Background: an optimization exercise with open tools, aiming at small area. Do not read the settings as production practice.
Function was checked by simulation only, so behaviour that the tests miss may differ from the original.
Power and IR drop assume default switching activity.

<file path="design/flow/run.sh">
#!/bin/bash
# synth_recipe.tcl (not shown) runs the flow's synth.tcl, then flattens the netlist and writes it again
# the make line also repeats each setting of config.mk as NAME=value (left out here)
make -C /OpenROAD-flow-scripts/flow DESIGN_CONFIG=/design/flow/config.mk WORK_HOME=/design/flow/orfs CLKGATE_MAP_FILE= SYNTH_SCRIPT=/design/flow/synth_recipe.tcl finish
</file>
<file path="design/flow/config.mk">
export PLATFORM = sky130hd
export DESIGN_NAME = sdm_channel
export DESIGN_NICKNAME = sdm_channel
export VERILOG_FILES = /design/flow/design.v
export SDC_FILE = /design/flow/constraint.sdc
export NUM_CORES = 4
export LEC_CHECK = 0
export CAP_MARGIN = 20
export CORE_MARGIN = 2
export CORE_UTILIZATION = 40
export PLACE_DENSITY = 0.6
export SLEW_MARGIN = 20
</file>
<file path="design/flow/constraint.sdc">
create_clock -name core_clock -period 12.0 [get_ports {clk}]
set_input_delay 2.4000 -clock core_clock [delete_from_list [all_inputs] [get_ports {clk}]]
set_output_delay 2.4000 -clock core_clock [all_outputs]
set_load 0.01 [all_outputs]
</file>
<file path="design/flow/design.v">
module sdm_channel (
    input  wire               clk,
    input  wire               rst,         
    input  wire               en,          
    input  wire               bit_stb,     
    input  wire               bit_in,      
    input  wire               catch_stb,   
    input  wire        [7:0]  tag_in,      
    input  wire        [8:0]  cfg_r,       
    input  wire        [1:0]  cfg_pord,    
    input  wire        [5:0]  cfg_m,       
    input  wire        [1:0]  cfg_deb,     
    input  wire signed [17:0] thr_hi,
    input  wire        [7:0]  hyst_hi,
    input  wire signed [17:0] thr_lo,
    input  wire        [7:0]  hyst_lo,
    input  wire signed [24:0] ofs,         
    output reg                res_stb,
    output wire signed [24:0] res_value,
    output reg                res_valid,
    output reg                res_err,
    output reg         [7:0]  res_tag,
    output reg                pout_stb,
    output wire signed [17:0] prot_p,
    output reg                prot_hi,
    output reg                prot_lo,
    output wire               stuck
);
    localparam HN = 258;    
    wire act       = en & ~rst;
    wire bit_now   = act & bit_stb;
    wire catch_now = act & catch_stb;
    function ge9;
        input [8:0] a, b;
        integer k;
        reg c;
        begin
            c = 1'b1;
            for (k = 0; k < 9; k = k + 1)
                c = (a[k] & ~b[k]) | (c & (a[k] | ~b[k]));
            ge9 = c;
        end
    endfunction
    wire [8:0] rp2 = cfg_r + 9'd2;
    function [8:0] div3;   
        input [8:0] v;
        integer k;
        reg [1:0] r;
        reg [2:0] t;
        reg ge;
        begin
            r = 2'd0;
            div3 = 9'd0;
            for (k = 8; k >= 0; k = k - 1) begin
                t  = {r, v[k]};
                ge = t[2] | (t[1] & t[0]);
                if (k < 7) div3[k] = ge;
                r  = ge ? {t[2] & t[0], t[2] & ~t[0]} : t[1:0];
            end
            div3[8:7] = r;
        end
    endfunction
    wire [8:0] dv   = div3(rp2);
    wire [6:0] len1 = dv[6:0];
    wire [1:0] e    = dv[8:7];
    function integer fmap;
        input integer i, lo, hi, nb;
        integer s, base, top;
        begin
            fmap = i;
            for (s = nb - 1; s >= 0; s = s - 1) begin
                base = (fmap >> s) << s;
                top  = base + (1 << s) - 1;
                if (top < lo || base > hi) fmap = fmap ^ (1 << s);
            end
        end
    endfunction
    reg [HN-1:0] h;
    always @(posedge clk)
        if (bit_now) h <= {h[HN-2:0], bit_in};
    reg [8:0] cnt;    
    always @(posedge clk)
        if (!act) cnt <= 9'd0;
        else if (bit_now && !(cnt[8] & cnt[1])) cnt <= cnt + 9'd1;
    wire [127:0] lA, lB, lC;
    wire [31:0]  lM, l2M, l3M;
    genvar gi;
    generate
        for (gi = 0; gi < 128; gi = gi + 1) begin : g_lc
            assign lA[gi] = h[1 * fmap(gi, 6, 86, 7) - 1];
            assign lB[gi] = h[2 * fmap(gi, 6, 86, 7) - 1];
            assign lC[gi] = h[3 * fmap(gi, 6, 86, 7) - 1];
        end
        for (gi = 0; gi < 32; gi = gi + 1) begin : g_lp
            assign lM[gi]  = h[1 * ((gi < 4) ? 32 : gi) - 1];
            assign l2M[gi] = h[2 * ((gi < 4) ? 32 : gi) - 1];
            assign l3M[gi] = h[3 * ((gi < 4) ? 32 : gi) - 1];
        end
    endgenerate
    wire [8:0] len1x3 = {1'b0, len1, 1'b0} + {2'd0, len1};
    wire [7:0] mx3    = {1'b0, cfg_m, 1'b0} + {2'd0, cfg_m};
    wire [1:0] tA0 = {ge9(cnt, {2'd0, len1}),        lA[len1]};
    wire [1:0] tB0 = {ge9(cnt, {1'b0, len1, 1'b0}),  lB[len1]};
    wire [1:0] tC0 = {ge9(cnt, len1x3),              lC[len1]};
    wire [1:0] tM0 = {ge9(cnt, {3'd0, cfg_m}),       lM[cfg_m[4:0]]};
    wire [1:0] tN0 = {ge9(cnt, {2'd0, cfg_m, 1'b0}), l2M[cfg_m[4:0]]};
    wire [1:0] tP0 = {ge9(cnt, {1'b0, mx3}),         l3M[cfg_m[4:0]]};
    wire [1:0] t1  = {cnt != 9'd0,          h[0]};
    wire [1:0] t2  = {cnt[8:1] != 8'd0,     h[1]};
    reg [1:0] tA1, tA2, tB1, tB2, tC1, tC2, tM1, tM2, tN1;
    always @(posedge clk)
        if (!act) begin
            tA1 <= 2'd0; tA2 <= 2'd0;
            tB1 <= 2'd0; tB2 <= 2'd0;
            tC1 <= 2'd0; tC2 <= 2'd0;
            tM1 <= 2'd0; tM2 <= 2'd0;
            tN1 <= 2'd0;
        end else if (bit_now) begin
            tA1 <= tA0; tA2 <= tA1;
            tB1 <= tB0; tB2 <= tB1;
            tC1 <= tC0; tC2 <= tC1;
            tM1 <= tM0; tM2 <= tM1;
            tN1 <= tN0;
        end
    wire [1:0] tAe = e[1] ? tA2 : e[0] ? tA1 : tA0;
    wire [1:0] tBe = e[1] ? tB2 : e[0] ? tB1 : tB0;
    wire [1:0] tCe = e[1] ? tC2 : e[0] ? tC1 : tC0;
    function signed [2:0] tv;    
        input [1:0] t;
        tv = t[1] ? (t[0] ? 3'sd1 : -3'sd1) : 3'sd0;
    endfunction
    wire signed [2:0] bnew = bit_in ? 3'sd1 : -3'sd1;
    wire signed [4:0] xc = bnew - 2 * tv(tA0) + tv(tB0) - tv(tAe)
                         + 2 * tv(tBe) - tv(tCe);
    reg  signed [9:0]  ca;     
    reg  signed [14:0] cb;     
    reg  signed [20:0] cs;     
    wire signed [9:0]  ca_n = ca + xc;
    wire signed [14:0] cb_n = cb + ca_n;
    wire signed [20:0] cs_n = cs + cb_n;
    always @(posedge clk)
        if (!act) begin
            ca <= 10'sd0; cb <= 15'sd0; cs <= 21'sd0;
        end else if (bit_now) begin
            ca <= ca_n; cb <= cb_n; cs <= cs_n;
        end
    wire p1 = cfg_pord == 2'd1;
    wire p2 = cfg_pord == 2'd2;
    wire p3 = cfg_pord == 2'd3;
    wire signed [4:0] xp =
          (p1 ? bnew - 2 * tv(t1) + tv(t2) - tv(tM0) + 2 * tv(tM1) - tv(tM2) : 5'sd0)
        + (p2 ? bnew - tv(t1) - 2 * tv(tM0) + 2 * tv(tM1) + tv(tN0) - tv(tN1) : 5'sd0)
        + (p3 ? bnew - 3 * tv(tM0) + 3 * tv(tN0) - tv(tP0) : 5'sd0);
    reg  signed [8:0]  q1;     
    reg  signed [12:0] q2;     
    reg  signed [16:0] q3;     
    wire signed [8:0]  q1_n = q1 + xp;
    wire signed [12:0] q2_n = q2 + q1_n;
    wire signed [16:0] q3_n = q3 + q2_n;
    always @(posedge clk)
        if (!act) begin
            q1 <= 9'sd0; q2 <= 13'sd0; q3 <= 17'sd0;
        end else if (bit_now) begin
            q1 <= q1_n; q2 <= q2_n; q3 <= q3_n;
        end
    assign prot_p = q3;
    wire signed [18:0] hi_lvl = thr_hi - (prot_hi ? $signed({1'b0, hyst_hi}) : 19'sd0);
    wire signed [18:0] lo_lvl = thr_lo + (prot_lo ? $signed({1'b0, hyst_lo}) : 19'sd0);
    function sge19;
        input [18:0] a, b;
        input c0;
        integer k;
        reg c;
        reg [18:0] aa, bb;
        begin
            aa = a ^ 19'h40000;
            bb = ~(b ^ 19'h40000);
            c  = ~c0;
            for (k = 0; k < 19; k = k + 1)
                c = (aa[k] & bb[k]) | (c & (aa[k] | bb[k]));
            sge19 = c;
        end
    endfunction
    wire [18:0] pe = {{2{q3_n[16]}}, q3_n};
    wire hi_ge = sge19(pe, hi_lvl, prot_hi);
    wire hi_cond = prot_hi ? ~hi_ge : hi_ge;
    wire lo_ge = sge19(lo_lvl, pe, prot_lo);
    wire lo_cond = prot_lo ? ~lo_ge : lo_ge;
    reg [1:0] hi_cnt, lo_cnt;    
    always @(posedge clk)
        if (!act) begin
            prot_hi <= 1'b0; prot_lo <= 1'b0;
            hi_cnt  <= 2'd0; lo_cnt  <= 2'd0;
        end else if (bit_now && cfg_pord != 2'd0) begin
            if (prot_hi) begin
                if (hi_cond) prot_hi <= 1'b0;
            end else if (!hi_cond) begin
                hi_cnt <= 2'd0;
            end else if (hi_cnt == cfg_deb) begin
                prot_hi <= 1'b1;
                hi_cnt  <= 2'd0;
            end else begin
                hi_cnt <= hi_cnt + 2'd1;
            end
            if (prot_lo) begin
                if (lo_cond) prot_lo <= 1'b0;
            end else if (!lo_cond) begin
                lo_cnt <= 2'd0;
            end else if (lo_cnt == cfg_deb) begin
                prot_lo <= 1'b1;
                lo_cnt  <= 2'd0;
            end else begin
                lo_cnt <= lo_cnt + 2'd1;
            end
        end
    reg  [6:0] run;
    wire [6:0] run_n = (cnt != 9'd0 && bit_in == h[0])
                       ? (run[6] ? run : run + 7'd1) : 7'd1;
    always @(posedge clk)
        if (!act) run <= 7'd0;
        else if (bit_now) run <= run_n;
    assign stuck = run[6];
    always @(posedge clk)
        if (!act) pout_stb <= 1'b0;
        else      pout_stb <= bit_now;
    reg  [3:0]  gs;
    reg  [19:0] z;
    wire [6:0]  len3 = len1 + {5'd0, e};
    wire [8:0]  dig  = (z[19] ? {len1, 1'b0} : 9'd0) + (z[18] ? {2'd0, len1} : 9'd0);
    always @(posedge clk)
        if (!act) begin
            gs <= 4'd0;
            z  <= {1'b0, len3, 12'd0};
        end else if (gs != 4'd14) begin
            gs <= gs + 4'd1;
            z  <= {z[17:0], 2'b00} + {11'd0, dig};
        end
    wire [19:0] gain = z;
    wire [6:0] run_c = bit_now ? run_n : run;
    wire       full  = ge9(cnt, cfg_r) | (bit_now & ge9(cnt + 9'd1, cfg_r));
    reg  signed [24:0] ofs_q;
    always @(posedge clk) begin
        if (!act) res_stb <= 1'b0;
        else      res_stb <= catch_now;
        if (catch_now) begin
            res_valid <= full;
            res_err   <= full & run_c[6];
            res_tag   <= tag_in;
            ofs_q     <= ofs;
        end
    end
    wire signed [25:0] raw = $signed({cs, 4'b0000}) - ofs_q;
    wire [21:0] rh = raw[25:4];
    wire        nz = raw[3:0] != 4'd0;
    function sge22;
        input [21:0] a, b;
        input c0;
        integer k;
        reg c;
        reg [21:0] aa, bb;
        begin
            aa = a ^ 22'h200000;
            bb = ~(b ^ 22'h200000);
            c  = c0;
            for (k = 0; k < 22; k = k + 1)
                c = (aa[k] & bb[k]) | (c & (aa[k] | bb[k]));
            sge22 = c;
        end
    endfunction
    wire        up  = sge22(rh, {2'b00, gain}, nz);
    wire        dn  = ~sge22(rh, ~{2'b00, gain}, 1'b0);    
    wire [19:0] ngain = ~gain + 20'd1;
    wire [24:0] sat = up ? {1'b0, gain, 4'b0000} :
                      dn ? {1'b1, ngain, 4'b0000} : raw[24:0];
    assign res_value = res_valid ? sat : 25'sd0;
endmodule
</file>
==> results of run 1 <==
==> cell families (layout without fill, tap and decap cells) <==
family          count (synthesis)  count (layout)  share of synthesized area, %
simple gates                 1073            1073                          15.9
compound gates                774             774                          17.0
flops                         444             444                          38.0
buf+inv                       381             956                          4.82
fa+ha+maj                     295             295                          13.1
xor+xnor                      198             198                          5.68
mux                           140             140                          5.47
==> flip-flops by register name, indices dropped and copies added (netlist names), 4 cells and up <==
register	count
q2	13
q3	17
q1	9
ca	10
res_tag	8
z	20
gs	4
h	258
cnt	9
cs	21
run	7
ofs_q	25
cb	15
==> layout make-up <==
| class | count | area (µm²) | area share, % |
|---|---|---|---|
| sequential | 444 | 11900 | 29.4 |
| multi-input combinational | 2480 | 19400 | 47.9 |
| clock buffer | 61 | 1340 | 3.30 |
| inverter | 228 | 870 | 2.15 |
| tap | 1040 | 1300 | 3.22 |
| clock inverter | 30 | 320 | 0.792 |
| timing repair buffer | 637 | 5360 | 13.3 |
==> power breakdown <==
part | total, mW | internal (mW) | leakage [nW] | switching [mW]
clock network | 1.55 | 0.868 | 0.782 | 0.678
registers | 1.84 | 1.74 | 3.94 | 0.103
logic | 9.50 | 5.07 | 11.7 | 4.43
==> per-layer routing <==
layer	wire, µm	global-route usage (%)	up-vias
met1	40200	29.6	12800
li1	-	-	13100
met3	4610	2.85	129
met2	40700	34.8	701
met4	1760	4.47	0
met5	0	0	-
==> repair_timing <==
item / 4_1_cts / 5_1_grt
gates cloned: 1 / 0
gates resized for setup: 161 / 87
pin swaps: 105 / 72
setup endpoints to repair: 41 / 39
buffers inserted: 55 / 24
==> cells in the mapped netlist (8+ instances only) <==
library cell,instances,area (µm²)
a211oi_1,42,315
or2_2,13,81.3
maj3_1,35,350
dfxtp_1,144,2880
clkbuf_1,99,372
nand3b_1,8,60.1
a311oi_1,23,201
ha_1,191,2390
nand2b_1,32,200
and2_1,34,213
nor4_1,11,68.8
a21oi_1,186,931
buf_2,35,175
xnor2_1,139,1220
nor2b_1,30,188
o31ai_1,21,158
a21o_1,52,390
nand3_1,118,591
o22ai_1,22,138
nand2_1,327,1230
a2111oi_0,8,70.1
mux2i_1,110,1100
buf_1,11,41.3
nor3_1,70,350
a22oi_1,27,203
nor2_1,317,1190
nand4_1,24,150
and3_1,20,125
edfxtp_1,300,9010
o21ai_0,131,656
inv_1,221,830
mux4_2,24,541
o211ai_1,25,188
a32oi_1,8,70.1
xor2_1,56,490
a31oi_1,29,181
o21a_1,22,165
o2111ai_1,24,210
fa_1,67,1340
or3_1,30,188
o21bai_1,24,180
==> through the flow <==
stage / worst slack (ns) / std cells / total power, mW / util [%] / instance area, µm²
detailed placement: -2.91 / 4761 / 9.89 / 48.0 / 37200
floorplan: -1.74 / 3305 / 6.77 / - / 31800
finish: -1.67 / 4920 / 12.9 / 52.2 / 40500
CTS: -1.61 / 4905 / 12.4 / 51.5 / 39900
global placement: -2.71 / 4761 / 9.79 / 48.0 / 37200
global route: -2.16 / 4920 / 13.9 / 52.2 / 40500
==> final timing paths <==
kind                  from   endpoint  slack, ns  cells after the start
setup / recovery  cfg_m[2]  hi_cnt[1]      -1.67                     57
hold / removal      h[154]     h[155]       0.40                      0
setup reg to reg     h[59]  hi_cnt[1]       0.29                     52
hold reg to reg     h[154]     h[155]       0.40                      0
==> reports/metrics.yaml, run 1 <==
required_ns: 12.53
tightest_slew_ns: 1.05
slowest_delay_ns: 0.54
arrival_ns: 14.19
status: "failed layout checks"
netlist_area_um2: 31300
dp_hpwl_um: 61200
layout-drive-gt1-share_pct: 21.6
synth_enable_flop_cells: 300
synth_cell_type_count: 108
syn_inst: 3305
grt_pass1_wl_um: 140000
grtUsageTotal_pct: 21.1
path_buf_inv: 15
fin_crit_sh_pct: 114
p_leak_nw: 16.5
crit_type: "input pin to register"
finClkSkew_ns: 0.0344
core-area_um2: 77500
layout.cells.most_common: "buf_4"
holdBufCountCts: 0
design.die.area_um2: 80400
layout_min_cycle_time_ns: 13.67
grt_overflow: 0
post_drt_wl_per_cell_um: 17.7
rsz0062_at_grt: "yes"
endpoint_kind: "register"
max_slew_margin_pct: 29.2
whs_ns: 0.403
drc: 0
diodes: 0
synth_seq_cells: 444
avgSynthCellArea_um2: 9.46
drv_slew: 0
numCtsBuffers: 52
crit_family: "adder cells"
grt_pass1_vias: 25800
yosysSeqAreaShare_pct: 38.0
crit_slowest_cell: "fa_1"
final_antenna_net_count: 0
hold_class: "register to register"
ys_warn_count: 1
hold_viol_final: 0
drt_iter0_drc: 1977
die_y_um: 284
initial_core_util_pct: 40.4
first_pass_iters: 5
area_delta_synth_final_pct: 29.3
grt_max_degree: 137
via_per_inst: 5.44
cp_common_cell: "buf_4"
async_flop_share_pct: 0
cp_max_fo: 5
row_count: 102
fin_nets: 4211
h-tree-depth: 2
gp_congestion: 0.894
finalWorstSetupSlack_ns: -1.67
tns_ns: -22.39
p_per_area_nw_per_um2: 319
cts_root_buffer: "clkbuf_16"
dieWidth_um: 284
layout_common_cells: "buf_4 (445), nand2_1 (323), nor2_1 (310)"
finalSetupViolations: 25
cts.sinks: 444
synth_top_flop_cell: "edfxtp_1"
synth_fp_nets: 3673
cp-start-kind: "input pin"
portBuffers: 167
dr_total_vias: 26700
violations: "setup timing"
cts_tree: "built"
clk_pin_slew_ns: 0.06
max-cap-violations: 0
clockBufferDepth: 3
fillerInstances: 7049
clk_latency_ns: 0.62
pin_count: 168
antenna_found_initial: 0
finalWirelength_um: 87300
ir_drop_v: 0.000371
clock.fmax_mhz: 73.2
==> run 2, diff against run 1 <==
--- a/design/flow/design.v
+++ b/design/flow/design.v
@@ -60,9 +60,10 @@
             div3[8:7] = r;
         end
     endfunction
-    wire [8:0] dv   = div3(rp2);
-    wire [6:0] len1 = dv[6:0];
-    wire [1:0] e    = dv[8:7];
+    reg  [6:0] len1;
+    reg  [1:0] e;
+    always @(posedge clk)
+        if (!act) {e, len1} <= div3(rp2);
     function integer fmap;
         input integer i, lo, hi, nb;
         integer s, base, top;
@@ -135,13 +136,13 @@
     reg  signed [9:0]  ca;     
     reg  signed [14:0] cb;     
     reg  signed [20:0] cs;     
-    wire signed [9:0]  ca_n = ca + xc;
+    wire signed [9:0]  ca_n = ca + xc_q;
     wire signed [14:0] cb_n = cb + ca_n;
     wire signed [20:0] cs_n = cs + cb_n;
     always @(posedge clk)
         if (!act) begin
             ca <= 10'sd0; cb <= 15'sd0; cs <= 21'sd0;
-        end else if (bit_now) begin
+        end else if (v2) begin
             ca <= ca_n; cb <= cb_n; cs <= cs_n;
         end
     wire p1 = cfg_pord == 2'd1;
@@ -151,16 +152,28 @@
           (p1 ? bnew - 2 * tv(t1) + tv(t2) - tv(tM0) + 2 * tv(tM1) - tv(tM2) : 5'sd0)
         + (p2 ? bnew - tv(t1) - 2 * tv(tM0) + 2 * tv(tM1) + tv(tN0) - tv(tN1) : 5'sd0)
         + (p3 ? bnew - 3 * tv(tM0) + 3 * tv(tN0) - tv(tP0) : 5'sd0);
+    reg               v2;       
+    reg  signed [4:0] xc_q, xp_q;
+    always @(posedge clk)
+        if (!act) begin
+            v2 <= 1'b0; xc_q <= 5'sd0; xp_q <= 5'sd0;
+        end else begin
+            v2 <= bit_now;
+            if (bit_now) begin
+                xc_q <= xc;
+                xp_q <= xp;
+            end
+        end
     reg  signed [8:0]  q1;     
     reg  signed [12:0] q2;     
     reg  signed [16:0] q3;     
-    wire signed [8:0]  q1_n = q1 + xp;
+    wire signed [8:0]  q1_n = q1 + xp_q;
     wire signed [12:0] q2_n = q2 + q1_n;
     wire signed [16:0] q3_n = q3 + q2_n;
     always @(posedge clk)
         if (!act) begin
             q1 <= 9'sd0; q2 <= 13'sd0; q3 <= 17'sd0;
-        end else if (bit_now) begin
+        end else if (v2) begin
             q1 <= q1_n; q2 <= q2_n; q3 <= q3_n;
         end
     assign prot_p = q3;
@@ -191,7 +204,7 @@
         if (!act) begin
             prot_hi <= 1'b0; prot_lo <= 1'b0;
             hi_cnt  <= 2'd0; lo_cnt  <= 2'd0;
-        end else if (bit_now && cfg_pord != 2'd0) begin
+        end else if (v2 && cfg_pord != 2'd0) begin
             if (prot_hi) begin
                 if (hi_cond) prot_hi <= 1'b0;
             end else if (!hi_cond) begin
@@ -214,15 +227,15 @@
             end
         end
     reg  [6:0] run;
-    wire [6:0] run_n = (cnt != 9'd0 && bit_in == h[0])
+    wire [6:0] run_n = (cnt[8:1] != 8'd0 && h[0] == h[1])
                        ? (run[6] ? run : run + 7'd1) : 7'd1;
     always @(posedge clk)
         if (!act) run <= 7'd0;
-        else if (bit_now) run <= run_n;
+        else if (v2) run <= run_n;
     assign stuck = run[6];
     always @(posedge clk)
         if (!act) pout_stb <= 1'b0;
-        else      pout_stb <= bit_now;
+        else      pout_stb <= v2;
     reg  [3:0]  gs;
     reg  [19:0] z;
     wire [6:0]  len3 = len1 + {5'd0, e};
@@ -236,20 +249,28 @@
             z  <= {z[17:0], 2'b00} + {11'd0, dig};
         end
     wire [19:0] gain = z;
-    wire [6:0] run_c = bit_now ? run_n : run;
-    wire       full  = ge9(cnt, cfg_r) | (bit_now & ge9(cnt + 9'd1, cfg_r));
-    reg  signed [24:0] ofs_q;
+    reg        cat1, cat2;
+    reg [24:0] ofs_lo;
+    reg        ofs_hi;
+    wire signed [25:0] ofs_q = {ofs_hi, ofs_lo};
+    wire signed [25:0] raw_n = $signed({cs, 4'b0000}) - ofs_q;
     always @(posedge clk) begin
-        if (!act) res_stb <= 1'b0;
-        else      res_stb <= catch_now;
+        if (!act) begin
+            cat1 <= 1'b0; cat2 <= 1'b0; res_stb <= 1'b0;
+        end else begin
+            cat1 <= catch_now; cat2 <= cat1; res_stb <= cat2;
+        end
         if (catch_now) begin
-            res_valid <= full;
-            res_err   <= full & run_c[6];
-            res_tag   <= tag_in;
-            ofs_q     <= ofs;
+            res_tag <= tag_in;
+            {ofs_hi, ofs_lo} <= {ofs[24], ofs};
+        end
+        if (cat1) res_valid <= ge9(cnt, cfg_r);
+        if (cat2) begin
+            res_err <= res_valid & run[6];
+            {ofs_hi, ofs_lo} <= raw_n;
         end
     end
-    wire signed [25:0] raw = $signed({cs, 4'b0000}) - ofs_q;
+    wire signed [25:0] raw = ofs_q;
     wire [21:0] rh = raw[25:4];
     wire        nz = raw[3:0] != 4'd0;
     function sge22;
--- a/design/flow/config.mk
+++ b/design/flow/config.mk
@@ -5,6 +5,7 @@
 export SDC_FILE = /design/flow/constraint.sdc
 export NUM_CORES = 4
 export LEC_CHECK = 0
+export ABC_AREA = 1
 export CAP_MARGIN = 20
 export CORE_MARGIN = 2
 export CORE_UTILIZATION = 40
==> run 2 against run 1 <==
  * Now clean on timing, DRC and antenna
  * Clock-buffer cell count is 4 higher
  * Hold slack worse by 0.015 ns
  * Combinational power is 84% lower
  * Cell count is 2.0% lower
  * Critical path depth is 22 lower
  * Largest cell class unchanged
==> reports/metrics.yaml, run 2 <==
finalSetupViolations: 0
synth_top_area_cell: "edfxtp_1"
layout.cells.most_common: "nand2_1"
worstReg2RegStart: "cnt[1]"
avgSynthCellArea_um2: 8.23
core-area_um2: 75600
finish.utilization_pct: 46.2
ys_warn_count: 1
netlist_area_um2: 30400
synthTopCellsByArea: "edfxtp_1 (31%), dfxtp_1 (10%), nand2_1 (8.8%), ha_1 (7.7%), inv_1 (6.0%)"
top_register: "h"
grt_pass1_wl_um: 124000
synth_seq_cells: 467
final_cells: 4822
p_leak_nw: 15.3
fin_nets: 4167
yosysSeqAreaShare_pct: 41.0
layout_min_cycle_time_ns: 10.02
dieWidth_um: 279
synth_top_flop_cell: "edfxtp_1"
layout_common_cells: "nand2_1 (708), inv_1 (483), edfxtp_1 (310)"
clk_latency_ns: 0.64
largest_register_ffs: 258
grt_overflow: 0
area_delta_synth_final_pct: 14.9
cts_resized: 0
first_pass_iters: 5
status: "complete, no violations"
slowest_delay_ns: 1.09
final_antenna_net_count: 0
cts_tree: "built"
ir_drop_v: 0.000118
clk_pin_slew_ns: 0.06
endpoint_kind: "register"
grtUsageTotal_pct: 19.5
h-tree-depth: 2
numCtsBuffers: 53
cp-start-kind: "input pin"
synth_fp_nets: 4052
synth_most_common_cell: "nand2_1"
synthTopCellsByCount: "nand2_1 (708), inv_1 (485), edfxtp_1 (310)"
initial_core_util_pct: 40.2
max-cap-violations: 0
r2r_slack_ns: 4.89
async_flop_share_pct: 0
hold_viol_final: 0
cts_setup_buffers: 0
clock.fmax_mhz: 99.8
crit_start: "cfg_m[1]"
arrival_ns: 10.51
holdBufCountCts: 0
drv_slew: 0
row_count: 101
syn_inst: 3687
die_y_um: 279
drt_iter0_drc: 1814
hold_class: "register to register"
via_per_inst: 5.17
tns_ns: 0
crit_slowest_cell: "clkdlybuf4s50_1"
synth_enable_flop_cells: 310
gp_congestion: 0.881
design.die.area_um2: 78100
rsz0062_at_grt: "no"
grt_max_degree: 186
crit_type: "input pin to register"
cp_max_fo: 25
portBuffers: 167
drc: 0
finClkSkew_ns: 0.0527
post_drt_wl_per_cell_um: 16.0
grt_pass1_vias: 23300
antenna_found_initial: 4
fin_crit_sh_pct: 83.5
p_per_area_nw_per_um2: 147
pin_count: 168
dp_cells: 4724
synth_cell_type_count: 62
r2r_cells: 32
final_area_um2: 34900
placed_area_um2: 33000
max_slew_margin_pct: 27.6
synth_top_area_share_pct: 30.7
layout-drive-gt1-share_pct: 4.35
cts.sinks: 467
clockBufferDepth: 3
r2r_end: "xp_q[4]"
dr_total_vias: 24900
required_ns: 12.48
cts_root_buffer: "clkbuf_16"
tightest_slew_ns: 1.09
finalWirelength_um: 77000
critPathCapture: "xp_q[4]"
dp_hpwl_um: 55200
[run 2: cells by family after synthesis]
kind of cell	share of synthesized area, %
AOI/OAI and AO/OA	15.2
xor gates and xnor gates	5.50
adders and majority gates	12.2
buffers and inverters	7.88
DFF	41.0
and+or+nand+nor	18.2
[run 2: area by class of cell]
type                    count  area [µm²]
fillers                  7349       40700
multi-input cells        2586       15500
flip-flops and latches    467       12500
repair buffers            193        1890
inverters                 501        1880
clock buffers              65        1430
well taps                 978        1220
clock inverters            31         482
diodes                      1        2.50
[run 2: how the worst min path moves through the flow]
stage,startpoint,to,slack [ns],depth (start not counted)
6_report,h[244],h[245],0.39,0
5_1_grt,h[244],h[245],0.41,0
4_1_cts,h[244],h[245],0.39,0
3_5_place_dp,h[138],h[139],0.40,0
3_3_place_gp,h[148],h[149],0.40,0
2_1_floorplan,h[100],h[101],0.40,0
[run 2: where the power goes]
| part | switching, mW | leakage [nW] | total [mW] | internal [mW] |
|---|---|---|---|---|
| clock | 0.692 | 0.936 | 1.76 | 1.07 |
| combinational | 0.948 | 10.2 | 1.52 | 0.573 |
| sequential | 0.0790 | 4.15 | 1.86 | 1.78 |
| total | 1.72 | 15.3 | 5.15 | 3.43 |
[run 2: through the flow]
step	worst slack, ns	total power [mW]	hold slack (ns)
3_5_place_dp	1.35	3.41	0.405
4_1_cts	1.96	5.19	0.393
2_1_floorplan	0.180	3.00	0.400
5_1_grt	1.38	5.47	0.413
6_report	1.98	5.15	0.388
3_3_place_gp	1.40	3.39	0.401
[run 2: routing by layer]
layer	vias up	wire length [µm]	part of all wire (%)	track usage [%]
met5	-	31	0.040	0
met4	6	1610	2.1	4.94
met3	103	3870	5.0	2.33
met2	573	34600	45	31.4
met1	11600	36900	48	27.8
li1	12700	-	-	-
[run 2: worst max-delay path: cells and delay by family]
family	cells	cell delay, ns
AOI/OAI and AO/OA	6	0.75
xor gates and xnor gates	3	0.45
adders and majority gates	9	3.76
buffers and inverters	8	2.18
and+or+nand+nor	9	0.94
==> run 3, diff against run 2 <==
--- a/design/flow/config.mk
+++ b/design/flow/config.mk
@@ -9,5 +9,6 @@
 export CAP_MARGIN = 20
 export CORE_MARGIN = 2
 export CORE_UTILIZATION = 40
+export CTS_BUF_LIST = sky130_fd_sc_hd__clkbuf_4
 export PLACE_DENSITY = 0.6
 export SLEW_MARGIN = 20
==> run 3 against run 2 <==
  * Cell count is 3.0% higher
  * Register-to-register slack better by 0.04 ns
  * Critical path type unchanged
  * Worst setup slack gained 0.37 ns
  * Highest routed layer unchanged
  * Clock skew is 0.0063 ns higher
==> reports/metrics.yaml, run 3 <==
hold_viol_final: 0
required_ns: 12.85
max-cap-violations: 0
core-area_um2: 75600
r2r_cells: 32
clockBufferDepth: 3
fin_crit_sh_pct: 80.4
cp_max_fo: 25
synth_top_flop_cell: "edfxtp_1"
finalSetupViolations: 0
r2r_end: "xp_q[4]"
area_delta_synth_final_pct: 14.3
finClkSkew_ns: 0.0590
drt_iter0_drc: 1798
grt_overflow: 0
p_per_area_nw_per_um2: 141
async_flop_share_pct: 0
syn_inst: 3687
layout_min_cycle_time_ns: 9.65
status: "complete, no violations"
synth_most_common_cell: "nand2_1"
yosysSeqAreaShare_pct: 41.0
synth_top_area_cell: "edfxtp_1"
fillerInstances: 7486
hold_class: "register to register"
grt_pass1_wl_um: 126000
tns_ns: 0
post_drt_wl_per_cell_um: 15.8
clock.fmax_mhz: 104
arrival_ns: 10.50
finalWirelength_um: 78300
max_slew_margin_pct: 30.9
crit_slowest_cell: "clkdlybuf4s50_1"
final_antenna_net_count: 0
placed_area_um2: 33000
final_area_um2: 34700
dieWidth_um: 279
cts_tree: "built"
via_per_inst: 5.11
hold_path_depth: 0
gp_congestion: 0.881
place_ws_ns: 1.35
ys_warn_count: 1
grt_max_degree: 186
largest_register_ffs: 258
dr_total_vias: 25400
crit_type: "input pin to register"
initial_core_util_pct: 40.2
synthTopCellsByArea: "edfxtp_1 (31%), dfxtp_1 (10%), nand2_1 (8.8%), ha_1 (7.7%), inv_1 (6.0%)"
top_register: "h"
finalWorstSetupSlack_ns: 2.35
clk_pin_slew_ns: 0.07
dp_hpwl_um: 55200
antenna_found_initial: 7
busiest_layer: "met2"
ir_drop_v: 0.0000918
drc: 0
tightest_slew_ns: 1.03
hold_end: "h[163]"
cts.sinks: 467
cts_root_buffer: "clkbuf_4"
numCtsBuffers: 135
endpoint_kind: "register"
cts_resized: 0
layout.cells.most_common: "nand2_1"
netlist_area_um2: 30400
rsz0062_at_grt: "no"
first_pass_iters: 5
worstReg2RegStart: "cnt[1]"
grtUsageMet3_pct: 4.30
layout_common_cells: "nand2_1 (708), inv_1 (483), edfxtp_1 (310)"
design.die.area_um2: 78100
portBuffers: 167
layout-drive-gt1-share_pct: 7.25
fin_nets: 4249
synth_top_area_share_pct: 30.7
synthTopCellsByCount: "nand2_1 (708), inv_1 (485), edfxtp_1 (310)"
hp-start: "h[162]"
avgSynthCellArea_um2: 8.23
die_y_um: 279
grtUsageTotal_pct: 20.1
cp-start-kind: "input pin"
synth_seq_cells: 467
synth_cell_type_count: 62
r2r_slack_ns: 4.93
synth_enable_flop_cells: 310
grt_pass1_vias: 24000
pin_count: 168
holdBufCountCts: 0
p_leak_nw: 15.4
clk_latency_ns: 0.97
slowest_delay_ns: 1.07
drv_slew: 0
use_met2_pct: 31.5
row_count: 101
synth_fp_nets: 4052
cts_setup_buffers: 0
h-tree-depth: 4
grt.met1_usage_pct: 27.8
run 3: cell counts after synthesis:
Identical to the previous run, type by type.
run 3: stage by stage:
stage	hold WS, ns	power [mW]	instances	util (%)
4_1_cts	0.381	4.95	4963	45.9
3_5_place_dp	0.405	3.41	4724	43.6
6_report	0.399	4.88	4968	45.9
5_1_grt	0.398	5.25	4968	45.9
3_3_place_gp	0.401	3.39	4724	43.6
2_1_floorplan	0.400	3.00	3687	-
run 3: area by class of cell:
type | instances | area (µm²) | share of cell area, %
inverter | 501 | 1880 | 5.42
timing repair buffer | 193 | 1890 | 5.44
tap | 978 | 1220 | 3.53
antenna | 4 | 10.0 | 0.0289
clock inverter | 52 | 300 | 0.866
sequential | 467 | 12500 | 35.9
clock buffer | 187 | 1400 | 4.05
multi-input combinational | 2586 | 15500 | 44.8
run 3: report_power, final:
part | switching, mW | internal, mW
sequential | 0.0792 | 1.78
clock | 0.725 | 0.772
combinational | 0.949 | 0.572
run 3: critical path: cells and delay by family:
kind / cells / cell delay, ns
AO/OA/AOI/OAI: 6 / 0.74
XOR/XNOR: 3 / 0.45
adder cells (fa/ha/maj): 9 / 3.79
AND/OR/NAND/NOR: 9 / 0.94
buffers and inverters: 8 / 2.15
run 3: worst max-delay path by stage:
stage | from | to | slack [ns]
floorplan | en | cnt[4] | 0.18
global placement | cfg_m[1] | xp_q[4] | 1.40
detailed placement | cfg_m[1] | xp_q[4] | 1.35
CTS | cfg_m[1] | xp_q[4] | 2.42
global route | cfg_m[1] | xp_q[4] | 1.87
finish | cfg_m[1] | xp_q[4] | 2.35
run 3: logic make-up after synthesis:
kind of cell             Yosys count  share of synthesized area (%)
AND/OR/NAND/NOR                 1324                           18.2
flip-flops                       467                           41.0
adder cells (fa/ha/maj)          257                           12.2
buffers and inverters            634                           7.88
AO/OA/AOI/OAI                    816                           15.2
XOR/XNOR                         189                           5.50
run 3: metal layers:
layer / share of wire [%] / wire length, µm
met1: 47 / 37000
met2: 45 / 35200
met3: 5.8 / 4570
met4: 2.0 / 1540
met5: 0.037 / 29
==> run 4, diff against run 3 <==
==> design/flow/config.mk (replaced) <==
export PLATFORM = sky130hd
export DESIGN_NAME = sdm_channel
export DESIGN_NICKNAME = sdm_channel
export VERILOG_FILES = /design/flow/design.v
export SDC_FILE = /design/flow/constraint.sdc
export NUM_CORES = 4
export LEC_CHECK = 0
export CAP_MARGIN = 20
export CORE_MARGIN = 2
export CORE_UTILIZATION = 40
export PLACE_DENSITY = 0.6
export SLEW_MARGIN = 20
==> run 4 against run 3 <==
  * Via count fell by 11%
  * Hold slack better by 0.018 ns
  * Critical endpoint unchanged
  * Fmax shrank 3.5%
  * Cell count decreased by 18%
  * Still clean
==> reports/metrics.yaml, run 4 <==
slowest_delay_ns: 0.58
hold_end: "h[230]"
synth_top_family_by_area: "adder cells"
crit_slowest_cell: "clkdlybuf4s50_1"
ir_drop_v: 0.000117
dr_total_vias: 22600
row_count: 101
hold_class: "register to register"
drc: 0
hold_path_depth: 0
diodes: 0
h-tree-depth: 2
layout_common_cells: "edfxtp_1 (310), nor2_1 (284), inv_1 (191)"
cts_tree: "built"
synth_seq_cells: 467
initial_core_util_pct: 40.4
numCtsBuffers: 54
finClkSkew_ns: 0.0532
fin_nets: 3376
largest_register_ffs: 258
grt_pass1_vias: 22600
drv_slew: 0
whs_ns: 0.417
layout_min_cycle_time_ns: 10.0
ys_warn_count: 1
design.die.area_um2: 79000
max-cap-violations: 0
portBuffers: 167
holdBufCountCts: 0
grt_pass1_wl_um: 122000
synthAdderAreaFrac_pct: 13.4
via_per_inst: 5.54
max_slew_margin_pct: 25.3
yosysSeqAreaShare_pct: 40.6
die_y_um: 281
synth-xor-area-share_pct: 5.80
drt_iter0_drc: 1794
synth_top_area_cell: "edfxtp_1"
layout-drive-gt1-share_pct: 9.17
synth_top_flop_cell: "edfxtp_1"
post_drt_wl_per_cell_um: 18.6
area_delta_synth_final_pct: 14.3
synth_enable_flop_cells: 310
gp_congestion: 0.914
clk_latency_ns: 0.63
endpoint_kind: "register"
clk_pin_slew_ns: 0.06
grtUsageTotal_pct: 19.1
core-area_um2: 75900
crit_type: "input pin to register"
clock.fmax_mhz: 100
grt_overflow: 0
dieWidth_um: 281
synth_cell_type_count: 104
synth_fp_nets: 3256
synthTopCellsByArea: "edfxtp_1 (30%), dfxtp_1 (10%), ha_1 (7.7%), mux4_2 (7.0%), fa_1 (4.4%)"
cp-start-kind: "input pin"
grt_max_degree: 180
pin_count: 168
dp_hpwl_um: 55300
fin_crit_sh_pct: 83.3
rsz0062_at_grt: "no"
synthSimpleGateAreaFrac_pct: 11.8
arrival_ns: 10.51
muxShareOfSynthArea_pct: 11.0
clockBufferDepth: 3
synthTopCellsByCount: "edfxtp_1 (310), nor2_1 (285), inv_1 (191)"
first_pass_iters: 6
cts_resized: 0
synth_compound_area_share_pct: 13.4
tns_ns: 0
worstReg2RegStart: "cnt[0]"
cp_common_cell: "fa_1"
dr_wl_met2_um: 36800
highest_layer: "met5"
finish.utilization_pct: 46.2
routed-wl-met3_um: 3880
p_per_area_nw_per_um2: 131
avgSynthCellArea_um2: 10.6
cts_setup_buffers: 0
cts.sinks: 467
final_antenna_net_count: 0
r2r_end: "xp_q[4]"
netlist_area_um2: 30700
status: "complete, no violations"
tightest_slew_ns: 1.12
top_register: "h"
wl_met1_um: 32900
finalWirelength_um: 76100
required_ns: 12.51
finalSetupViolations: 0
synth_top_area_share_pct: 30.3
cts_root_buffer: "clkbuf_16"
p_leak_nw: 13.3
async_flop_share_pct: 0
syn_inst: 2891
hold_viol_final: 0
r2r_cells: 27
antenna_found_initial: 3
layout.cells.most_common: "edfxtp_1"
cp_max_fo: 7
synth_most_common_cell: "edfxtp_1"
r2r_slack_ns: 4.11
hp-start: "h[229]"
-- run 4: changes by cell type after synthesis, moves of 95 or more --
cell / previous run / this run
nand2_1: 708 / 179
inv_1: 485 / 191
o21ai_0: 302 / 93
nand3_1: 206 / 45
mux2i_1: 0 / 96
mux4_2: 0 / 96
a21oi_1: 284 / 189
-- run 4: cell families (layout without fill, tap and decap cells) --
| group | Yosys count | in the layout |
|---|---|---|
| xor+xnor | 201 | 201 |
| flops | 467 | 467 |
| fa+ha+maj | 296 | 296 |
| buf+inv | 322 | 485 |
| mux | 214 | 214 |
| compound gates | 618 | 618 |
| simple gates | 773 | 773 |
-- run 4: stage by stage --
stage | power (mW) | cell area, µm² | instances | setup slack, ns
floorplan | 2.69 | 30700 | 2891 | 1.43
global placement | 2.97 | 33400 | 3985 | 1.49
detailed placement | 3.00 | 33400 | 3985 | 1.39
CTS | 4.63 | 35100 | 4084 | 2.03
global route | 4.82 | 35100 | 4084 | 1.69
finish | 4.58 | 35100 | 4084 | 2.00
-- run 4: report_power, final --
| part | internal [mW] | switching [mW] |
|---|---|---|
| combinational | 0.507 | 0.604 |
| sequential | 1.77 | 0.0850 |
| clock | 0.924 | 0.685 |
| total | 3.20 | 1.37 |
-- run 4: worst max-delay path by stage --
stage	from	to	slack (ns)	cells after the start
floorplan	en	h[0]	1.43	6
global placement	cfg_m[0]	xp_q[4]	1.49	30
detailed placement	cfg_m[0]	xp_q[4]	1.39	30
CTS	cfg_m[0]	xp_q[4]	2.03	30
global route	cfg_m[0]	xp_q[4]	1.69	30
finish	cfg_m[0]	xp_q[4]	2.00	30
-- run 4: critical path, delay by kind of cell --
family / cells / cell delay (ns)
buffers and inverters: 3 / 0.67
and+or+nand+nor: 3 / 0.33
xor gates and xnor gates: 3 / 0.52
adders and majority gates: 14 / 5.61
AOI/OAI and AO/OA: 7 / 0.98
-- run 4: area by class of cell --
class                      instances  area [µm²]
fill                            7010       40900
multi-input combinational       2102       17000
sequential                       467       12500
timing repair buffer             186        1820
clock buffer                      73        1460
tap                             1030        1290
inverter                         200         756
clock inverter                    26         265
-- run 4: layer usage --
layer | track usage [%] | vias up
li1 | - | 10900
met1 | 24.9 | 11000
met2 | 32.2 | 608
met3 | 2.66 | 135
met4 | 6.76 | 6
met5 | 0 | -
==> run 5, diff against run 4 <==
==> design/flow/flow/run.sh (new file) <==
#!/bin/bash
# Own layout flow: the standard layout (standard.sh, all ORFS steps and
# settings unchanged) with three differences:
#  - synthesis maps the logic for area: ripple carry chains instead of the
#    Kogge-Stone map, no adder cells fixed ahead of ABC, and ABC's
#    area-recovering mapper instead of the delay-driven script (the
#    registers come out of the same Yosys steps, so they are unchanged);
#  - each port gets a sky130_fd_sc_hd__buf_1 as its buffer;
#  - clock tree synthesis uses small clock buffers and no dummy loads.
# Every tool writes its full log under orfs/logs; make's own output goes to
# flow_make.log here.
set -euo pipefail
W=$(pwd)
F=$W/flow
sed -e "s#SYNTH_SCRIPT=[^ ]*#SYNTH_SCRIPT=$F/area_synth.tcl#" standard.sh > area_standard.sh
grep -q "SYNTH_SCRIPT=$F/area_synth.tcl" area_standard.sh
bash area_standard.sh finish \
  "BUFFER_PORTS_ARGS=-buffer_cell sky130_fd_sc_hd__buf_1" \
  "CTS_ARGS=-sink_clustering_enable -repair_clock_nets -dont_use_dummy_load -buf_list sky130_fd_sc_hd__clkbuf_4" \
  > flow_make.log 2>&1
test -s out/final.def
==> design/flow/flow/area.abc (new file) <==
strash
&get -n
&fraig -x
&put
scorr
dc2
strash
&get -n
&dch -f
&nf -R 1000
&put
strash
&get -n
&dch -f
&nf -R 1000
&put
==> design/flow/flow/area_synth.tcl (new file) <==
# The standard flow's synthesis script (synth_recipe.tcl) with an area-oriented mapping.
proc synth {args} { yosys synth -nofsm -noshare {*}$args }
set area_dir [file dirname [file normalize [info script]]]
# Plain ripple $lcu mapping instead of the Kogge-Stone extra map.
set ::env(SYNTH_OPERATIONS_ARGS) -nofsm
# Leave adder cells to ABC.
proc extract_fa {args} {}
# ABC with an area-recovering script; the liberty, don't-use and constraint
# arguments pass through.
proc abc {args} {
  global area_dir
  set keep {}
  for {set i 0} {$i < [llength $args]} {incr i} {
    set a [lindex $args $i]
    if {$a eq "-script" || $a eq "-D"} { incr i; continue }
    lappend keep $a
  }
  yosys abc -script $area_dir/area.abc {*}$keep
}
source $::env(SCRIPTS_DIR)/synth.tcl
# left out here: clear keep_hierarchy, flatten, clean up, hide names made inside functions, write 1_2_yosys.v
==> design/flow/standard.sh (new file) <==
#!/bin/bash
# synth_recipe.tcl (not shown) runs the flow's synth.tcl, then flattens the netlist and writes it again
# the make line also repeats each setting of config.mk as NAME=value (left out here)
make -C /OpenROAD-flow-scripts/flow DESIGN_CONFIG=/design/flow/config.mk WORK_HOME=/design/flow/orfs CLKGATE_MAP_FILE= SYNTH_SCRIPT=/design/flow/synth_recipe.tcl "${@:-finish}"
removed: design/flow/run.sh
==> run 5 against run 4 <==
  * Combinational power increased by 11%
  * Sequential power about the same
  * Highest routed layer unchanged
  * Largest cell class is now sequential cells
  * Clock-buffer cell count increased by 58
  * Routed wire length decreased by 11%
  * Flip-flop and latch count unchanged
  * Sequential share of layout area increased by 8.5 points
  * Critical path depth decreased by 3
  * Power decreased by 8.6%
  * Hold slack got worse by 0.037 ns
  * Die area decreased by 17%
  * Non-clock buffer count increased by 16
==> reports/metrics.yaml, run 5 <==
cts_tree: "built"
placed_area_um2: 27300
numCtsBuffers: 131
initial_core_util_pct: 40.3
synth_top_area_share_pct: 36.8
synthTopCellsByArea: "edfxtp_1 (37%), dfxtp_1 (12%), xnor2_1 (9.0%), a21oi_1 (6.1%), o21ai_0 (5.0%)"
avgSynthCellArea_um2: 9.83
clk_pin_slew_ns: 0.05
finalWorstSetupSlack_ns: 1.14
grtUsageTotal_pct: 20.4
syn_inst: 2577
clock.fmax_mhz: 92.0
dp_hpwl_um: 45600
drv_slew: 0
clockBufferDepth: 3
max-cap-violations: 0
design.die.area_um2: 65300
fin_crit_sh_pct: 90.5
place_ws_ns: 2.16
endpoint_kind: "primary output"
post_drt_wl_per_cell_um: 18.1
path_buf_inv: 1
row_count: 92
drt_iter0_drc: 2001
ys_warn_count: 1
top_register: "h"
grt_max_degree: 94
synth_top_area_cell: "edfxtp_1"
grt_overflow: 0
status: "complete, no violations"
h-tree-depth: 4
first_pass_iters: 8
total_power_mw: 4.19
pin_count: 168
synthTopCellsByCount: "a21oi_1 (310), edfxtp_1 (310), xnor2_1 (260)"
yosysSeqAreaShare_pct: 49.2
cp-start-kind: "register"
portBuffers: 167
synth_fp_nets: 2687
whs_ns: 0.380
die_y_um: 256
grt_pass1_vias: 20500
tightest_slew_ns: 1.03
tns_ns: 0
area_delta_synth_final_pct: 11.8
dp_cells: 3624
finalSetupViolations: 0
synth_cell_type_count: 58
crit_slowest_cell: "nand2_1"
hold_viol_final: 0
cts_resized: 0
layout_common_cells: "a21oi_1 (310), edfxtp_1 (310), xnor2_1 (260)"
gp_congestion: 0.923
netlist_area_um2: 25300
largest_register_ffs: 258
arrival_ns: 8.46
ir_drop_v: 0.0000858
async_flop_share_pct: 0
core-area_um2: 62900
final_area_um2: 28300
dr_total_vias: 21400
max_slew_margin_pct: 30.5
synth_enable_flop_cells: 310
cts.sinks: 467
via_per_inst: 5.70
cts_setup_buffers: 0
hp-start: "h[162]"
final_cells: 3761
p_per_area_nw_per_um2: 148
clk_latency_ns: 0.96
grt_pass1_wl_um: 108000
cts_root_buffer: "clkbuf_4"
layout_min_cycle_time_ns: 10.86
p_leak_nw: 9.23
antenna_found_initial: 5
synth_top_flop_cell: "edfxtp_1"
fin_nets: 3021
finish.utilization_pct: 45.0
cp_common_cell: "maj3_1"
finalWirelength_um: 68100
layout-drive-gt1-share_pct: 6.05
holdBufCountCts: 0
synth_seq_cells: 467
cp_max_fo: 23
worstReg2RegStart: "xp_q[0]"
rsz0062_at_grt: "no"
dieWidth_um: 256
required_ns: 9.60
final_antenna_net_count: 0
crit_start: "ofs_lo[2]"
finClkSkew_ns: 0.0854
crit_family: "adder cells"
drc: 0
hold_class: "register to register"
crit_type: "register to primary output"
slowest_delay_ns: 0.87
run 5: changes by cell type after synthesis, moves of 109 or more:
cell / previous run / this run
inv_1: 191 / 0
a21oi_1: 189 / 310
xnor2_1: 140 / 260
clkinv_1: 5 / 114
o21ai_0: 93 / 254
ha_1: 188 / 0
run 5: path summary, 6_finish.rpt:
kind,endpoint,slack [ns],cells past startpoint
worst max-delay path,res_value[16],1.14,27
worst min register to register,h[163],0.38,0
worst max register to register,hi_cnt[0],3.29,28
worst min-delay path,h[163],0.38,0
run 5: worst reg2reg max path, delay by kind of cell (launching register included):
kind                     cells  cell delay, ns
AND/OR/NAND/NOR              3            0.56
adder cells (fa/ha/maj)     14            5.67
flip-flops                   1            0.36
buffers and inverters        1            0.11
XOR/XNOR                     4            1.09
AO/OA/AOI/OAI                6            0.80
run 5: kinds of logic after synthesis:
logic type / count (synthesis) / synth area share (%)
xor+xnor: 344 / 11.9
mux: 27 / 1.19
simple gates: 664 / 11.7
compound gates: 851 / 20.0
buf+inv: 115 / 1.72
fa+ha+maj: 109 / 4.31
flops: 467 / 49.2
run 5: final cells by class:
class | instances | area [µm²]
diodes | 6 | 15.0
clock buffers | 131 | 983
fillers | 6092 | 34600
inverters | 114 | 435
multi-input cells | 1995 | 12500
flip-flops and latches | 467 | 12500
well taps | 846 | 1060
repair buffers | 202 | 895
run 5: power by group:
part / internal [mW] / total, mW / switching [mW]
Combinational: 0.466 / 1.23 / 0.759
Clock: 0.495 / 1.10 / 0.606
Sequential: 1.78 / 1.86 / 0.0812
run 5: metal layers:
metal  GRT usage, %  wire length, µm  vias up
met5              0               34        -
met4           9.41             1940        6
met3           4.69             5330      170
met2           31.9            31000      855
met1           26.8            29800    10100
li1               -                -    10300
==> run 6, diff against run 5 <==
--- a/design/flow/design.v
+++ b/design/flow/design.v
@@ -60,10 +60,9 @@
             div3[8:7] = r;
         end
     endfunction
-    reg  [6:0] len1;
-    reg  [1:0] e;
-    always @(posedge clk)
-        if (!act) {e, len1} <= div3(rp2);
+    wire [8:0] dv   = div3(rp2);
+    wire [6:0] len1 = dv[6:0];
+    wire [1:0] e    = dv[8:7];
     function integer fmap;
         input integer i, lo, hi, nb;
         integer s, base, top;
@@ -79,10 +78,10 @@
     reg [HN-1:0] h;
     always @(posedge clk)
         if (bit_now) h <= {h[HN-2:0], bit_in};
-    reg [8:0] cnt;    
-    always @(posedge clk)
-        if (!act) cnt <= 9'd0;
-        else if (bit_now && !(cnt[8] & cnt[1])) cnt <= cnt + 9'd1;
+    reg  [8:0] cnt;    
+    wire [8:0] cnt_n = !act ? 9'd0 :
+                       (bit_now && !(cnt[8] & cnt[1])) ? cnt + 9'd1 : cnt;
+    always @(posedge clk) cnt <= cnt_n;
     wire [127:0] lA, lB, lC;
     wire [31:0]  lM, l2M, l3M;
     genvar gi;
@@ -100,28 +99,28 @@
     endgenerate
     wire [8:0] len1x3 = {1'b0, len1, 1'b0} + {2'd0, len1};
     wire [7:0] mx3    = {1'b0, cfg_m, 1'b0} + {2'd0, cfg_m};
-    wire [1:0] tA0 = {ge9(cnt, {2'd0, len1}),        lA[len1]};
-    wire [1:0] tB0 = {ge9(cnt, {1'b0, len1, 1'b0}),  lB[len1]};
-    wire [1:0] tC0 = {ge9(cnt, len1x3),              lC[len1]};
+    reg vA, vB, vC;
+    always @(posedge clk) begin
+        vA <= ge9(cnt_n, {2'd0, len1});
+        vB <= ge9(cnt_n, {1'b0, len1, 1'b0});
+        vC <= ge9(cnt_n, len1x3);
+    end
+    wire [1:0] tA0 = {vA, lA[len1]};
+    wire [1:0] tB0 = {vB, lB[len1]};
+    wire [1:0] tC0 = {vC, lC[len1]};
     wire [1:0] tM0 = {ge9(cnt, {3'd0, cfg_m}),       lM[cfg_m[4:0]]};
     wire [1:0] tN0 = {ge9(cnt, {2'd0, cfg_m, 1'b0}), l2M[cfg_m[4:0]]};
     wire [1:0] tP0 = {ge9(cnt, {1'b0, mx3}),         l3M[cfg_m[4:0]]};
-    wire [1:0] t1  = {cnt != 9'd0,          h[0]};
-    wire [1:0] t2  = {cnt[8:1] != 8'd0,     h[1]};
-    reg [1:0] tA1, tA2, tB1, tB2, tC1, tC2, tM1, tM2, tN1;
+    reg [1:0] tA1, tA2, tB1, tB2, tC1, tC2;
     always @(posedge clk)
         if (!act) begin
             tA1 <= 2'd0; tA2 <= 2'd0;
             tB1 <= 2'd0; tB2 <= 2'd0;
             tC1 <= 2'd0; tC2 <= 2'd0;
-            tM1 <= 2'd0; tM2 <= 2'd0;
-            tN1 <= 2'd0;
         end else if (bit_now) begin
             tA1 <= tA0; tA2 <= tA1;
             tB1 <= tB0; tB2 <= tB1;
             tC1 <= tC0; tC2 <= tC1;
-            tM1 <= tM0; tM2 <= tM1;
-            tN1 <= tN0;
         end
     wire [1:0] tAe = e[1] ? tA2 : e[0] ? tA1 : tA0;
     wire [1:0] tBe = e[1] ? tB2 : e[0] ? tB1 : tB0;
@@ -137,43 +136,41 @@
     reg  signed [14:0] cb;     
     reg  signed [20:0] cs;     
     wire signed [9:0]  ca_n = ca + xc_q;
-    wire signed [14:0] cb_n = cb + ca_n;
-    wire signed [20:0] cs_n = cs + cb_n;
+    wire signed [14:0] cb_n = cb + (v2 ? ca_n : 10'sd0);
+    wire signed [20:0] cs_n = cs + (v2 ? cb_n : 15'sd0);
     always @(posedge clk)
         if (!act) begin
             ca <= 10'sd0; cb <= 15'sd0; cs <= 21'sd0;
-        end else if (v2) begin
+        end else begin
             ca <= ca_n; cb <= cb_n; cs <= cs_n;
         end
-    wire p1 = cfg_pord == 2'd1;
+    wire p3 = cfg_pord == 2'd3;
     wire p2 = cfg_pord == 2'd2;
-    wire p3 = cfg_pord == 2'd3;
     wire signed [4:0] xp =
-          (p1 ? bnew - 2 * tv(t1) + tv(t2) - tv(tM0) + 2 * tv(tM1) - tv(tM2) : 5'sd0)
-        + (p2 ? bnew - tv(t1) - 2 * tv(tM0) + 2 * tv(tM1) + tv(tN0) - tv(tN1) : 5'sd0)
-        + (p3 ? bnew - 3 * tv(tM0) + 3 * tv(tN0) - tv(tP0) : 5'sd0);
+          (cfg_pord == 2'd0) ? 5'sd0 :
+          p3 ? bnew - 3 * tv(tM0) + 3 * tv(tN0) - tv(tP0) :
+          p2 ? bnew - 2 * tv(tM0) + tv(tN0) :
+               bnew - tv(tM0);
     reg               v2;       
     reg  signed [4:0] xc_q, xp_q;
     always @(posedge clk)
         if (!act) begin
             v2 <= 1'b0; xc_q <= 5'sd0; xp_q <= 5'sd0;
         end else begin
-            v2 <= bit_now;
-            if (bit_now) begin
-                xc_q <= xc;
-                xp_q <= xp;
-            end
+            v2   <= bit_now;
+            xc_q <= bit_now ? xc : 5'sd0;
+            xp_q <= bit_now ? xp : 5'sd0;
         end
     reg  signed [8:0]  q1;     
     reg  signed [12:0] q2;     
     reg  signed [16:0] q3;     
-    wire signed [8:0]  q1_n = q1 + xp_q;
-    wire signed [12:0] q2_n = q2 + q1_n;
-    wire signed [16:0] q3_n = q3 + q2_n;
+    wire signed [8:0]  q1_n = (p3 ? q1 : 9'sd0) + xp_q;
+    wire signed [12:0] q2_n = (cfg_pord[1] ? q2 : 13'sd0) + (v2 ? q1_n : 9'sd0);
+    wire signed [16:0] q3_n = q3 + (v2 ? q2_n : 13'sd0);
     always @(posedge clk)
         if (!act) begin
             q1 <= 9'sd0; q2 <= 13'sd0; q3 <= 17'sd0;
-        end else if (v2) begin
+        end else begin
             q1 <= q1_n; q2 <= q2_n; q3 <= q3_n;
         end
     assign prot_p = q3;
@@ -236,18 +233,14 @@
     always @(posedge clk)
         if (!act) pout_stb <= 1'b0;
         else      pout_stb <= v2;
-    reg  [3:0]  gs;
     reg  [19:0] z;
     wire [6:0]  len3 = len1 + {5'd0, e};
     wire [8:0]  dig  = (z[19] ? {len1, 1'b0} : 9'd0) + (z[18] ? {2'd0, len1} : 9'd0);
     always @(posedge clk)
-        if (!act) begin
-            gs <= 4'd0;
-            z  <= {1'b0, len3, 12'd0};
-        end else if (gs != 4'd14) begin
-            gs <= gs + 4'd1;
-            z  <= {z[17:0], 2'b00} + {11'd0, dig};
-        end
+        if (!act)
+            z <= {1'b0, len3, 12'd0};
+        else if (bit_now && cnt[8:4] == 5'd0 && cnt[3:1] != 3'd7)
+            z <= {z[17:0], 2'b00} + {11'd0, dig};
     wire [19:0] gain = z;
     reg        cat1, cat2;
     reg [24:0] ofs_lo;
==> design/flow/flow/run.sh (replaced) <==
#!/bin/bash
# Own layout flow: the standard layout (standard.sh, all ORFS steps and
# settings unchanged) with three differences:
#  - synthesis maps the logic for area: ripple carry chains instead of the
#    Kogge-Stone map, no adder cells fixed ahead of ABC, and ABC's
#    area-recovering mapper (after a deepsyn pass) instead of the
#    delay-driven script (the registers come out of the same Yosys steps,
#    so they are unchanged);
#  - each port gets a sky130_fd_sc_hd__buf_1 as its buffer;
#  - clock tree synthesis clusters up to 15 sinks per clkbuf_8 and adds
#    no dummy loads.
# Every tool writes its full log under orfs/logs; make's own output goes to
# flow_make.log here.
set -euo pipefail
W=$(pwd)
F=$W/flow
sed -e "s#SYNTH_SCRIPT=[^ ]*#SYNTH_SCRIPT=$F/area_synth.tcl#" standard.sh > area_standard.sh
grep -q "SYNTH_SCRIPT=$F/area_synth.tcl" area_standard.sh
bash area_standard.sh finish \
  "BUFFER_PORTS_ARGS=-buffer_cell sky130_fd_sc_hd__buf_1" \
  "CTS_ARGS=-sink_clustering_enable -repair_clock_nets -dont_use_dummy_load -buf_list sky130_fd_sc_hd__clkbuf_8 -sink_clustering_size 15 -sink_clustering_max_diameter 100" \
  > flow_make.log 2>&1
test -s out/final.def
==> design/flow/flow/area.abc (replaced) <==
strash
&get -n
&fraig -x
&put
scorr
dc2
strash
&get -n
&deepsyn -T 200
&put
strash
&get -n
&dch -f
&nf -R 1000
&put
--- a/design/flow/config.mk
+++ b/design/flow/config.mk
@@ -7,6 +7,6 @@
 export LEC_CHECK = 0
 export CAP_MARGIN = 20
 export CORE_MARGIN = 2
-export CORE_UTILIZATION = 40
-export PLACE_DENSITY = 0.6
+export CORE_UTILIZATION = 65
+export PLACE_DENSITY = 0.8
 export SLEW_MARGIN = 20
==> run 6 against run 5 <==
  * Still clean
  * Clock-buffer cell count decreased by 95
  * Sequential share of layout area increased by 4.3 points
  * Clock power decreased by 33%
  * Cell count decreased by 20%
  * Highest routed layer unchanged
==> reports/metrics.yaml, run 6 <==
first_pass_iters: 7
required_ns: 12.51
synthTopCellsByCount: "edfxtp_1 (301), nor2_1 (238), nand2_1 (234)"
cts_tree: "built"
design.die.area_um2: 36900
drc: 0
multi_input_area_um2: 10600
via_per_inst: 6.55
dr_total_vias: 19600
clockBufferDepth: 3
synth_top_flop_cell: "edfxtp_1"
ir_drop_v: 0.000119
synth_compound_area_share_pct: 19.3
grt_overflow: 0
dp_hpwl_um: 43600
top_register: "h"
pin_count: 168
yosysSeqAreaShare_pct: 52.3
clk_latency_ns: 0.56
arrival_ns: 11.61
finClkSkew_ns: 0.0525
numCtsBuffers: 36
synth_most_common_cell: "edfxtp_1"
syn_inst: 2308
clock.fmax_mhz: 90.0
synth_top_area_share_pct: 39.3
synth_top_area_cell: "edfxtp_1"
netlist_area_um2: 23000
finalWorstSetupSlack_ns: 0.894
grt_max_degree: 132
synth_fp_nets: 2418
synth_seq_cells: 451
r2r_end: "hi_cnt[1]"
tightest_slew_ns: 1.10
max-cap-violations: 0
register_area_um2: 12000
crit_start: "cfg_pord[0]"
core-area_um2: 34700
h-tree-depth: 2
cts_setup_buffers: 0
slowest_delay_ns: 0.53
layout-drive-gt1-share_pct: 2.68
synth-xor-area-share_pct: 7.88
synthAdderAreaFrac_pct: 2.44
p_leak_nw: 8.25
final_antenna_net_count: 0
grtUsageTotal_pct: 32.8
fin_crit_sh_pct: 92.6
finish.utilization_pct: 71.8
crit_type: "input pin to register"
status: "complete, no violations"
area_delta_synth_final_pct: 8.31
drt_iter0_drc: 2132
holdBufCountCts: 0
hold_viol_final: 0
cts_resized: 0
synth_top_family_by_area: "compound AO/OA/AOI/OAI gates"
worstReg2RegStart: "q1[0]"
row_count: 68
largest_register_ffs: 258
fin_nets: 2649
hold_class: "register to register"
synth_cell_type_count: 63
gp_congestion: 0.928
r2r_cells: 38
max_slew_margin_pct: 26.4
avgSynthCellArea_um2: 9.97
p_per_area_nw_per_um2: 124
initial_core_util_pct: 66.3
muxShareOfSynthArea_pct: 0.636
cp_common_cell: "maj3_1"
layout_min_cycle_time_ns: 11.11
critPathCapture: "hi_cnt[1]"
cp_max_fo: 8
endpoint_kind: "register"
dieWidth_um: 192
grt_pass1_vias: 18100
tns_ns: 0
antenna_found_initial: 4
fillerInstances: 2571
async_flop_share_pct: 0
finalWirelength_um: 61200
die_y_um: 192
post_drt_wl_per_cell_um: 20.4
grt_pass1_wl_um: 95000
clk_pin_slew_ns: 0.10
drv_slew: 0
place_ws_ns: 0.343
dp_cells: 2956
portBuffers: 167
finalSetupViolations: 0
layout.cells.most_common: "edfxtp_1"
ys_warn_count: 1
crit_slowest_cell: "or4_1"
cts.sinks: 451
layout_common_cells: "edfxtp_1 (301), nor2_1 (238), nand2_1 (234)"
synthTopCellsByArea: "edfxtp_1 (39%), dfxtp_1 (13%), xnor2_1 (4.6%), a21oi_1 (4.0%), nor2_1 (3.9%)"
whs_ns: 0.363
rsz0062_at_grt: "no"
cts_root_buffer: "clkbuf_8"
final_cells: 2995
cp-start-kind: "input pin"
synthSimpleGateAreaFrac_pct: 15.6
synth_enable_flop_cells: 301
r2r_slack_ns: 2.89
==> run 6: cell count changes after synthesis, sizes merged, moves of 9 or more <==
cell | previous run | this run
xnor2 | 260 | 120
a21oi | 310 | 184
o21ai | 254 | 176
maj3 | 109 | 56
and2 | 32 | 66
nor2 | 214 | 238
nand3 | 34 | 54
nor3 | 29 | 45
mux2i | 21 | 9
a221o | 0 | 11
a221oi | 19 | 30
edfxtp | 310 | 301
or3 | 6 | 15
==> run 6: kinds of logic after synthesis <==
group	count (synthesis)
flops	451
mux	14
xor+xnor	207
compound gates	693
buf+inv	110
simple gates	777
fa+ha+maj	56
==> run 6: layout make-up <==
cell class	count	area share [%]
sequential	451	48.3
multi-input combinational	1747	42.4
timing repair buffer	194	3.33
tap	455	2.28
clock buffer	36	1.99
inverter	109	1.67
antenna	3	0.0301
==> run 6: power breakdown <==
part           total, mW  internal [mW]  switching [mW]
Combinational      0.612          0.208           0.404
Clock              0.740          0.270           0.470
Sequential          1.75           1.70          0.0507
Total               3.10           2.18           0.924
==> run 6: worst min-delay path by stage <==
stage	start	slack (ns)	depth (start not counted)	to
floorplan	h[100]	0.40	0	h[101]
global placement	h[198]	0.40	0	h[199]
detailed placement	h[100]	0.40	0	h[101]
CTS	h[199]	0.36	0	h[200]
global route	h[199]	0.36	0	h[200]
finish	h[207]	0.36	0	h[208]
==> run 6: worst max-delay path: cells and delay by family <==
family          cells  cell delay (ns)
simple gates       14             2.49
fa+ha+maj           9             3.35
compound gates     10             1.78
mux                 1             0.15
buf+inv             1             0.30
xor+xnor            5             1.16
==> run 6: routing by layer <==
layer | GRT usage (%) | vias to the layer above | part of all wire (%)
met5 | 0 | - | 0.015
met4 | 10.2 | 2 | 2.7
met3 | 6.94 | 146 | 11
met2 | 51.9 | 1079 | 46
met1 | 45.4 | 9299 | 40
li1 | - | 9104 | -
==> run 6: metrics by stage <==
stage / power [mW] / cell area [µm²]
finish: 3.10 / 24900
global route: 3.22 / 24900
detailed placement: 2.37 / 24400
floorplan: 2.17 / 23000
global placement: 2.35 / 24400
CTS: 3.09 / 24900

==> afterwards: timing with drivers on the ports <==
The flow's constraints put no driver on any port. The routed layouts listed below were extracted and timed again, unchanged, in two steps. Step 1 assumes that a clkbuf_16 drives the clock port and a buf_2 every other input. Step 2 moves the port delays by t, midway between the first and last clock arrival at a register: inputs arrive t later, outputs are due t later. That takes back most of the time a late clock gives input paths. Three values: no drivers, after step 1, after step 2; two values: the first two.
| run | t, ns | setup WS [ns] | worst setup path at the end | worst slew at a driven data input, ns | cell pins on the clock port's net |
|---|---|---|---|---|---|
| run 1 | 0.671 | -1.667 / -1.635 / -2.307 | input to register | 0.07 | 1 |
| run 2 | 0.680 | 1.976 / 2.020 / 1.340 | input to register | 0.13 | 1 |
| run 3 | 1.002 | 2.350 / 2.391 / 1.390 | input to register | 0.13 | 1 |
| run 4 | 0.667 | 2.003 / 2.042 / 1.374 | input to register | 0.08 | 1 |
| run 5 | 0.974 | 1.136 / 1.081 / 2.054 | register to output | 0.14 | 1 |
| run 6 | 0.608 | 0.894 / 0.921 / 0.313 | input to register | 0.09 | 1 |
The setup slack of run 3, which loses most, moves by +0.041 ns with the drivers and by -0.960 ns with both steps.
